Background: an optimization exercise with open tools, aiming at small area, a short achievable clock period and few clock cycles per item. Do not read the settings as production practice.
In this exercise RTL edits were held to simulation tests only and were not proved equivalent to the original.

==> job 7291: inputs <==
## ce_blend
module ce_blend (
    input  wire        clk,
    input  wire        rst,
    input  wire        in_valid,
    output wire        in_ready,
    input  wire [1:0]  in_mode,      
    input  wire [7:0]  in_alpha,     
    input  wire [63:0] in_s,         
    input  wire [63:0] in_d,         
    output reg         out_valid,
    output reg  [63:0] out_d         
);
    localparam [15:0] FP16_ONE = 16'h3C00;
    function [10:0] sig(input [15:0] h);
        sig = {h[13:10] != 4'd0, h[9:0]};
    endfunction
    function [3:0] expo(input [15:0] h);
        expo = (h[13:10] == 4'd0) ? 4'd1 : h[13:10];
    endfunction
    function [14:0] unp(input [15:0] h);
        unp = {expo(h), sig(h)};
    endfunction
    function [10:0] um(input [14:0] v);
        um = v[10:0];
    endfunction
    function [3:0] ue(input [14:0] v);
        ue = v[14:11];
    endfunction
    function [3:0] tz11(input [10:0] m);
        integer i;
        begin
            tz11 = 4'd0;
            for (i = 10; i >= 0; i = i - 1)
                if (m[i]) tz11 = i[3:0];
        end
    endfunction
    function [15:0] k_of_alpha(input [7:0] a);
        begin
            case (a)
      8'd0: k_of_alpha = 16'h0000;
      8'd1: k_of_alpha = 16'h1C04;
      8'd2: k_of_alpha = 16'h2004;
      8'd3: k_of_alpha = 16'h2206;
      8'd4: k_of_alpha = 16'h2404;
      8'd5: k_of_alpha = 16'h2505;
      8'd6: k_of_alpha = 16'h2606;
      8'd7: k_of_alpha = 16'h2707;
      8'd8: k_of_alpha = 16'h2804;
      8'd9: k_of_alpha = 16'h2885;
      8'd10: k_of_alpha = 16'h2905;
      8'd11: k_of_alpha = 16'h2986;
      8'd12: k_of_alpha = 16'h2A06;
      8'd13: k_of_alpha = 16'h2A87;
      8'd14: k_of_alpha = 16'h2B07;
      8'd15: k_of_alpha = 16'h2B88;
      8'd16: k_of_alpha = 16'h2C04;
      8'd17: k_of_alpha = 16'h2C44;
      8'd18: k_of_alpha = 16'h2C85;
      8'd19: k_of_alpha = 16'h2CC5;
      8'd20: k_of_alpha = 16'h2D05;
      8'd21: k_of_alpha = 16'h2D45;
      8'd22: k_of_alpha = 16'h2D86;
  ...
Settings: LEC_CHECK=0, ABC_AREA=1, CAP_MARGIN=20, CORE_MARGIN=4, CORE_UTILIZATION=55, SLEW_MARGIN=20; clock period 22.0 ns.
standard.sh (not shown) runs the stock make flow with config.mk's settings and CLKGATE_MAP_FILE= SYNTH_SCRIPT=/design/flow/synth_recipe.tcl, a recipe that flattens the netlist after the stock synthesis.
==> flow/flow/run.sh <==
#!/bin/bash
# Layout: the standard flow (standard synthesis, floorplan, placement,
# CTS, routing) with timing repair run against a setup margin, so the
# resizer also works on paths that already meet the 22 ns clock. make's
# full output goes to flow_make.log; ORFS keeps each step's log in orfs/logs.
set -euo pipefail
cd "$(dirname "$0")/.."
bash standard.sh SETUP_SLACK_MARGIN=16.45 TNS_END_PERCENT=100 finish > flow_make.log 2>&1
==> inputs of job 7663, as changes to job 7291 <==
--- a/flow/design.v
+++ b/flow/design.v
@@ -802,74 +802,15 @@
     assign {c87, s87} = c54 + s70 + c69;
     wire s88, c88;
     assign {c88, s88} = c55 + s71 + c70;
     wire s89, c89;
     assign {c89, s89} = pp9_10 + pp10_9 + c71;
     wire [21:0] x = {1'b0, pp10_10, s89, s88, s87, s86, s85, s84, s83, s82, s81, s80, s79, s78, s77, s76, s75, s74, s73, pp2_0, pp0_1, pp0_0};
     wire [21:0] y = {1'b0, c89, c88, c87, c86, c85, c84, c83, c82, c81, c80, c79, c78, c77, c76, c75, c74, c73, c72, s72, pp1_0, 1'b0};
-    wire co;
-    add22 u_add (.a(x), .b(y), .ci(1'b0), .s(p), .co(co));
-endmodule
-module add22(input wire [21:0] a, input wire [21:0] b, input wire ci, output wire [21:0] s, output wire co);
-    wire [21:0] p0 = a ^ b;
-    wire [21:0] g0 = a & b;
-    wire gc0 = g0[0] | (p0[0] & ci);
-    wire gg0 = g0[1] | (p0[1] & gc0);
-    wire gg1 = g0[3] | (p0[3] & g0[2]);
-    wire pp1 = p0[3] & p0[2];
-    wire gg2 = g0[5] | (p0[5] & g0[4]);
-    wire pp2 = p0[5] & p0[4];
-    wire gg3 = g0[7] | (p0[7] & g0[6]);
-    wire pp3 = p0[7] & p0[6];
-    wire gg4 = g0[9] | (p0[9] & g0[8]);
-    wire pp4 = p0[9] & p0[8];
-    wire gg5 = g0[11] | (p0[11] & g0[10]);
-    wire pp5 = p0[11] & p0[10];
-    wire gg6 = g0[13] | (p0[13] & g0[12]);
-    wire pp6 = p0[13] & p0[12];
-    wire gg7 = g0[15] | (p0[15] & g0[14]);
-    wire pp7 = p0[15] & p0[14];
-    wire gg8 = g0[17] | (p0[17] & g0[16]);
-    wire pp8 = p0[17] & p0[16];
-    wire gg9 = g0[19] | (p0[19] & g0[18]);
-    wire pp9 = p0[19] & p0[18];
-    wire gg10 = g0[21] | (p0[21] & g0[20]);
-    wire pp10 = p0[21] & p0[20];
-    wire gg11 = gg1 | (pp1 & gg0);
-    wire gg12 = gg3 | (pp3 & gg2);
-    wire pp12 = pp3 & pp2;
-    wire gg13 = gg5 | (pp5 & gg4);
-    wire pp13 = pp5 & pp4;
-    wire gg14 = gg7 | (pp7 & gg6);
-    wire pp14 = pp7 & pp6;
-    wire gg15 = gg9 | (pp9 & gg8);
-    wire pp15 = pp9 & pp8;
-    wire gg16 = gg12 | (pp12 & gg11);
-    wire gg17 = gg14 | (pp14 & gg13);
-    wire pp17 = pp14 & pp13;
-    wire gg18 = gg17 | (pp17 & gg16);
-    wire gg19 = gg13 | (pp13 & gg16);
-    wire gg20 = gg15 | (pp15 & gg18);
-    wire gg21 = gg2 | (pp2 & gg11);
-    wire gg22 = gg4 | (pp4 & gg16);
-    wire gg23 = gg6 | (pp6 & gg19);
-    wire gg24 = gg8 | (pp8 & gg18);
-    wire gg25 = gg10 | (pp10 & gg20);
-    wire gg26 = g0[2] | (p0[2] & gg0);
-    wire gg27 = g0[4] | (p0[4] & gg11);
-    wire gg28 = g0[6] | (p0[6] & gg21);
-    wire gg29 = g0[8] | (p0[8] & gg16);
-    wire gg30 = g0[10] | (p0[10] & gg22);
-    wire gg31 = g0[12] | (p0[12] & gg19);
-    wire gg32 = g0[14] | (p0[14] & gg23);
-    wire gg33 = g0[16] | (p0[16] & gg18);
-    wire gg34 = g0[18] | (p0[18] & gg24);
-    wire gg35 = g0[20] | (p0[20] & gg20);
-    assign s = p0 ^ {gg35, gg20, gg34, gg24, gg33, gg18, gg32, gg23, gg31, gg19, gg30, gg22, gg29, gg16, gg28, gg21, gg27, gg11, gg26, gg0, gc0, ci};
-    assign co = gg25;
+    assign p = x + y;
 endmodule
 module add26(input wire [25:0] a, input wire [25:0] b, input wire ci, output wire [25:0] s, output wire co);
     wire [25:0] p0 = a ^ b;
     wire [25:0] g0 = a & b;
     wire gc0 = g0[0] | (p0[0] & ci);
     wire gg0 = g0[1] | (p0[1] & gc0);
     wire gg1 = g0[3] | (p0[3] & g0[2]);
@@ -892,48 +833,74 @@
     wire pp9 = p0[19] & p0[18];
     wire gg10 = g0[21] | (p0[21] & g0[20]);
     wire pp10 = p0[21] & p0[20];
     wire gg11 = g0[23] | (p0[23] & g0[22]);
     wire pp11 = p0[23] & p0[22];
     wire gg12 = g0[25] | (p0[25] & g0[24]);
     wire pp12 = p0[25] & p0[24];
-    wire gg13 = gg1 | (pp1 & gg0);
-    wire gg14 = gg3 | (pp3 & gg2);
-    wire pp14 = pp3 & pp2;
-    wire gg15 = gg5 | (pp5 & gg4);
-    wire pp15 = pp5 & pp4;
-    wire gg16 = gg7 | (pp7 & gg6);
-    wire pp16 = pp7 & pp6;
-    wire gg17 = gg9 | (pp9 & gg8);
-    wire pp17 = pp9 & pp8;
-    wire gg18 = gg11 | (pp11 & gg10);
-    wire pp18 = pp11 & pp10;
-    wire gg19 = gg14 | (pp14 & gg13);
-    wire gg20 = gg16 | (pp16 & gg15);
-    wire pp20 = pp16 & pp15;
-    wire gg21 = gg18 | (pp18 & gg17);
-    wire pp21 = pp18 & pp17;
-    wire gg22 = gg20 | (pp20 & gg19);
-    wire gg23 = gg21 | (pp21 & gg22);
-    wire gg24 = gg15 | (pp15 & gg19);
-    wire gg25 = gg17 | (pp17 & gg22);
-    wire gg26 = gg2 | (pp2 & gg13);
-    wire gg27 = gg4 | (pp4 & gg19);
-    wire gg28 = gg6 | (pp6 & gg24);
-    wire gg29 = gg8 | (pp8 & gg22);
-    wire gg30 = gg10 | (pp10 & gg25);
-    wire gg31 = gg12 | (pp12 & gg23);
-    wire gg32 = g0[2] | (p0[2] & gg0);
-    wire gg33 = g0[4] | (p0[4] & gg13);
-    wire gg34 = g0[6] | (p0[6] & gg26);
-    wire gg35 = g0[8] | (p0[8] & gg19);
-    wire gg36 = g0[10] | (p0[10] & gg27);
-    wire gg37 = g0[12] | (p0[12] & gg24);
-    wire gg38 = g0[14] | (p0[14] & gg28);
-    wire gg39 = g0[16] | (p0[16] & gg22);
-    wire gg40 = g0[18] | (p0[18] & gg29);
-    wire gg41 = g0[20] | (p0[20] & gg25);
-    wire gg42 = g0[22] | (p0[22] & gg30);
-    wire gg43 = g0[24] | (p0[24] & gg23);
-    assign s = p0 ^ {gg43, gg23, gg42, gg30, gg41, gg25, gg40, gg29, gg39, gg22, gg38, gg28, gg37, gg24, gg36, gg27, gg35, gg19, gg34, gg26, gg33, gg13, gg32, gg0, gc0, ci};
-    assign co = gg31;
+    wire gg13 = g0[2] | (p0[2] & gg0);
+    wire gg14 = gg1 | (pp1 & gg0);
+    wire gg15 = g0[6] | (p0[6] & gg2);
+    wire pp15 = p0[6] & pp2;
+    wire gg16 = gg3 | (pp3 & gg2);
+    wire pp16 = pp3 & pp2;
+    wire gg17 = g0[10] | (p0[10] & gg4);
+    wire pp17 = p0[10] & pp4;
+    wire gg18 = gg5 | (pp5 & gg4);
+    wire pp18 = pp5 & pp4;
+    wire gg19 = g0[14] | (p0[14] & gg6);
+    wire pp19 = p0[14] & pp6;
+    wire gg20 = gg7 | (pp7 & gg6);
+    wire pp20 = pp7 & pp6;
+    wire gg21 = g0[18] | (p0[18] & gg8);
+    wire pp21 = p0[18] & pp8;
+    wire gg22 = gg9 | (pp9 & gg8);
+    wire pp22 = pp9 & pp8;
+    wire gg23 = g0[22] | (p0[22] & gg10);
+    wire pp23 = p0[22] & pp10;
+    wire gg24 = gg11 | (pp11 & gg10);
+    wire pp24 = pp11 & pp10;
+    wire gg25 = g0[4] | (p0[4] & gg14);
+    wire gg26 = gg2 | (pp2 & gg14);
+    wire gg27 = gg15 | (pp15 & gg14);
+    wire gg28 = gg16 | (pp16 & gg14);
+    wire gg29 = g0[12] | (p0[12] & gg18);
+    wire pp29 = p0[12] & pp18;
+    wire gg30 = gg6 | (pp6 & gg18);
+    wire pp30 = pp6 & pp18;
+    wire gg31 = gg19 | (pp19 & gg18);
+    wire pp31 = pp19 & pp18;
+    wire gg32 = gg20 | (pp20 & gg18);
+    wire pp32 = pp20 & pp18;
+    wire gg33 = g0[20] | (p0[20] & gg22);
+    wire pp33 = p0[20] & pp22;
+    wire gg34 = gg10 | (pp10 & gg22);
+    wire pp34 = pp10 & pp22;
+    wire gg35 = gg23 | (pp23 & gg22);
+    wire pp35 = pp23 & pp22;
+    wire gg36 = gg24 | (pp24 & gg22);
+    wire pp36 = pp24 & pp22;
+    wire gg37 = g0[8] | (p0[8] & gg28);
+    wire gg38 = gg4 | (pp4 & gg28);
+    wire gg39 = gg17 | (pp17 & gg28);
+    wire gg40 = gg18 | (pp18 & gg28);
+    wire gg41 = gg29 | (pp29 & gg28);
+    wire gg42 = gg30 | (pp30 & gg28);
+    wire gg43 = gg31 | (pp31 & gg28);
+    wire gg44 = gg32 | (pp32 & gg28);
+    wire gg45 = g0[24] | (p0[24] & gg36);
+    wire pp45 = p0[24] & pp36;
+    wire gg46 = gg12 | (pp12 & gg36);
+    wire pp46 = pp12 & pp36;
+    wire gg47 = g0[16] | (p0[16] & gg44);
+    wire gg48 = gg8 | (pp8 & gg44);
+    wire gg49 = gg21 | (pp21 & gg44);
+    wire gg50 = gg22 | (pp22 & gg44);
+    wire gg51 = gg33 | (pp33 & gg44);
+    wire gg52 = gg34 | (pp34 & gg44);
+    wire gg53 = gg35 | (pp35 & gg44);
+    wire gg54 = gg36 | (pp36 & gg44);
+    wire gg55 = gg45 | (pp45 & gg44);
+    wire gg56 = gg46 | (pp46 & gg44);
+    assign s = p0 ^ {gg55, gg54, gg53, gg52, gg51, gg50, gg49, gg48, gg47, gg44, gg43, gg42, gg41, gg40, gg39, gg38, gg37, gg28, gg27, gg26, gg25, gg14, gg13, gg0, gc0, ci};
+    assign co = gg56;
 endmodule
==> flow/config.mk (replaced) <==
export PLATFORM = sky130hd
export DESIGN_NAME = ce_blend
export DESIGN_NICKNAME = ce_blend
export VERILOG_FILES = /design/flow/design.v
export SDC_FILE = /design/flow/constraint.sdc
export NUM_CORES = 4
export LEC_CHECK = 0
export ABC_AREA = 1
export CAP_MARGIN = 20
export CORE_MARGIN = 4
export CORE_UTILIZATION = 40
export CTS_CLUSTER_DIAMETER = 150
export CTS_CLUSTER_SIZE = 30
export SLEW_MARGIN = 20
==> comparison <==
Job 7663 went through all stages and came out clean. Job 7291 completed with no timing, DRC or antenna violations. In job 7291 the global-route usage is higher than in job 7663, by 8.0 points. Of job 7663 and job 7291, job 7291 has the higher clock-buffer cell count (gap 74). Of job 7291 and job 7663, job 7291 has the higher non-clock buffer count (gap 147). Utilization: job 7663 is lower than job 7291 (19 points).
Testbench counts of job 7291, summed over its fixed seeds: cycles 24,048, items 24,000.
Testbench counts of job 7663, summed over its fixed seeds: cycles 24,048, items 24,000.

## static timing again, ports no longer ideal
How much do the figures lean on ideal ports? The routed layouts below were timed once more, with nothing changed but the port constraints. Step 1 (the two cells are an assumption about what drives the block):
set clk [get_ports {clk}]
set_driving_cell -lib_cell sky130_fd_sc_hd__clkbuf_16 $clk
set_driving_cell -lib_cell sky130_fd_sc_hd__buf_2 [delete_from_list [all_inputs] $clk]
Step 2 times the ports against the registers' clock, not the clock port: input delays grow and output delays shrink by t, the midpoint of the rising clock arrivals with the driver on. a / b / c = no drivers / after step 1 / after step 2; a / b = the first two.
run | t (ns) | setup slack, ns | pins driven straight from the clock port
job 7291 | 0.783 | 16.445 / 16.355 / 15.751 | 1
job 7663 | 0.773 | 16.439 / 16.353 / 15.883 | 1
After both steps setup and hold are still met in every run listed. For job 7291, which loses most, drivers alone change the setup slack by -0.090 ns; drivers and shift together by -0.694 ns.
